Context: an optimization exercise on an open-source flow, tuned for small area. The choices shown serve that exercise and are no tape-out recipe. Only simulation tests tie the RTL to the original design; equivalence was not proved.

==> v20 <==
// flivin_mdu
module flivin_mdu (
    input  wire        clk,
    input  wire        rst,       
    input  wire        issue,
    input  wire [5:0]  fn,
    input  wire        ct,
    input  wire [1:0]  acn,
    input  wire [5:0]  imm,       
    input  wire [31:0] opa,       
    input  wire [31:0] opb,       
    input  wire [31:0] opc,       
    input  wire        acsat,     
    output wire        busy,
    output reg         done,
    output reg         wb_lo,
    output reg         wb_hi,
    output reg  [31:0] res_lo,
    output reg  [31:0] res_hi
);
==> flow/config.mk <==
export PLATFORM = sky130hd
export DESIGN_NAME = flivin_mdu
export DESIGN_NICKNAME = flivin_mdu
export VERILOG_FILES = /design/flow/design.v
export SDC_FILE = /design/flow/constraint.sdc
export NUM_CORES = 4
export LEC_CHECK = 0
export ABC_AREA = 1
export CAP_MARGIN = 40
export CORE_MARGIN = 2
export CORE_UTILIZATION = 62
export SETUP_SLACK_MARGIN = 0.3
export SLEW_MARGIN = 40
export SYNTH_HIERARCHICAL = 1
export SYNTH_MINIMUM_KEEP_SIZE = 0
==> flow/constraint.sdc <==
create_clock -name core_clock -period 16.0 [get_ports {clk}]
set_input_delay 3.2000 -clock core_clock [delete_from_list [all_inputs] [get_ports {clk}]]
set_output_delay 3.2000 -clock core_clock [all_outputs]
set_load 0.01 [all_outputs]
standard.sh (not shown) runs the stock make flow with config.mk's settings and CLKGATE_MAP_FILE= SYNTH_SCRIPT=/design/flow/synth_recipe.tcl, a recipe that flattens the netlist after the stock synthesis.
==> flow/flow/run.sh <==
#!/bin/bash
# Layout flow: the standard ORFS flow, with the port buffers made of the
# smallest buffer cell instead of the delay buffer buffer_ports picks, and a
# clock tree of clkbuf_8 cells without dummy loads.
set -euo pipefail
export BUFFER_PORTS_ARGS="-buffer_cell sky130_fd_sc_hd__buf_1"
export CTS_ARGS="-sink_clustering_enable -repair_clock_nets -dont_use_dummy_load -buf_list sky130_fd_sc_hd__clkbuf_8"
bash standard.sh finish > standard_flow.log 2>&1
==> v4: changes against v20 <==
--- a/flow/config.mk
+++ b/flow/config.mk
@@ -6,10 +6,10 @@
 export NUM_CORES = 4
 export LEC_CHECK = 0
 export ABC_AREA = 1
-export CAP_MARGIN = 40
+export CAP_MARGIN = 20
 export CORE_MARGIN = 2
 export CORE_UTILIZATION = 62
 export SETUP_SLACK_MARGIN = 0.3
-export SLEW_MARGIN = 40
+export SLEW_MARGIN = 20
 export SYNTH_HIERARCHICAL = 1
 export SYNTH_MINIMUM_KEEP_SIZE = 0
==> v28: changes against v20 <==
==> flow/flow/run.sh (replaced) <==
#!/bin/bash
# Layout flow: the standard ORFS flow, with the port buffers made of the
# smallest buffer cell instead of the delay buffer buffer_ports picks.
set -euo pipefail
export BUFFER_PORTS_ARGS="-buffer_cell sky130_fd_sc_hd__buf_1"
bash standard.sh finish > standard_flow.log 2>&1
--- a/flow/config.mk
+++ b/flow/config.mk
@@ -6,10 +6,10 @@
 export NUM_CORES = 4
 export LEC_CHECK = 0
 export ABC_AREA = 1
-export CAP_MARGIN = 40
+export CAP_MARGIN = 20
 export CORE_MARGIN = 2
 export CORE_UTILIZATION = 62
 export SETUP_SLACK_MARGIN = 0.3
-export SLEW_MARGIN = 40
+export SLEW_MARGIN = 20
 export SYNTH_HIERARCHICAL = 1
 export SYNTH_MINIMUM_KEEP_SIZE = 0
==> notes <==
v4 finished with max-capacitance violations, max-slew violations left. v28 produced a clean layout. v20 went through all stages and came out clean. Die area is the same in v20 and v4. Maximum frequency: v4 is larger than v20 (0.30%). The highest register-to-register slack belongs to v28, the lowest to v20. In sequential cell count, v4 and v20 do not differ. Clock-buffer cell count: v20 > v4 > v28. Between v20 and v28, the lower worst hold slack is in v20 (gap 0.058 ns).
==> figures <==
Status: v4 failed layout checks; v28 no timing/DRC/antenna violations; v20 no timing/DRC/antenna violations
Layout check failures: v4 max-capacitance violations, max-slew violations; v28 -; v20 -
Maximum single-stage delay on the critical path: v4 0.70 ns; v28 0.72 ns; v20 0.68 ns
Maximum level of the CTS H-tree: v4 3; v28 2; v20 3
WL/cell: v4 31.7 um; v28 31.6 um; v20 31.7 um
Met2 wire len: v4 69.2 mm; v28 68.9 mm; v20 69.5 mm
Number of antenna repair diodes: v4 8; v28 4; v20 11
Max-cap check violation count: v4 1; v28 0; v20 0
Post-route core utilization: v4 0.665; v28 0.672; v20 0.669
Number of buffer and inverter stages on the critical path: v4 8; v28 7; v20 8
Crit path to: v4 acc2[38]$_DFFE_PP_; v28 acc2[50]$_DFFE_PP_; v20 acc1[50]$_DFFE_PP_
Fraction of layout cells with a size suffix above 1: v4 0.0696; v28 0.0686; v20 0.0762
Clock buffer count from CTS: v4 67; v28 44; v20 69
Met3 wire length: v4 34.1 mm; v28 34.7 mm; v20 34.9 mm
Number of nets in the final layout: v4 5416; v28 5394; v20 5423
Global-route total usage across every layer: v4 0.530; v28 0.530; v20 0.531

separate check: timing with driven ports:
No port has a modelled driver above. Below, the same layouts with a new extraction and two added sets of constraints. Step 1 (the two cells are an assumption about what drives the block):
set clk [get_ports {clk}]
set_driving_cell -lib_cell sky130_fd_sc_hd__clkbuf_16 $clk
set_driving_cell -lib_cell sky130_fd_sc_hd__buf_2 [delete_from_list [all_inputs] $clk]
Step 2 times the ports against the registers' clock, not the clock port: input delays grow and output delays shrink by t, the midpoint of the rising clock arrivals with the driver on. Three values: ideal, step 1, step 2; two values: the first two.
run | t, ns | slack for setup (ns) | worst setup path after step 2 | worst register clock-pin slew, ns
v20 | 0.706 | 1.046 / 1.068 / 0.362 | input to register | 0.08 / 0.08
v4 | 0.701 | 1.091 / 1.014 / 0.313 | input to register | 0.08 / 0.08
v28 | 0.679 | 1.017 / 0.958 / 0.279 | input to register | 0.07 / 0.07
For v4, which loses most, drivers alone change the setup slack by -0.077 ns; drivers and shift together by -0.778 ns.
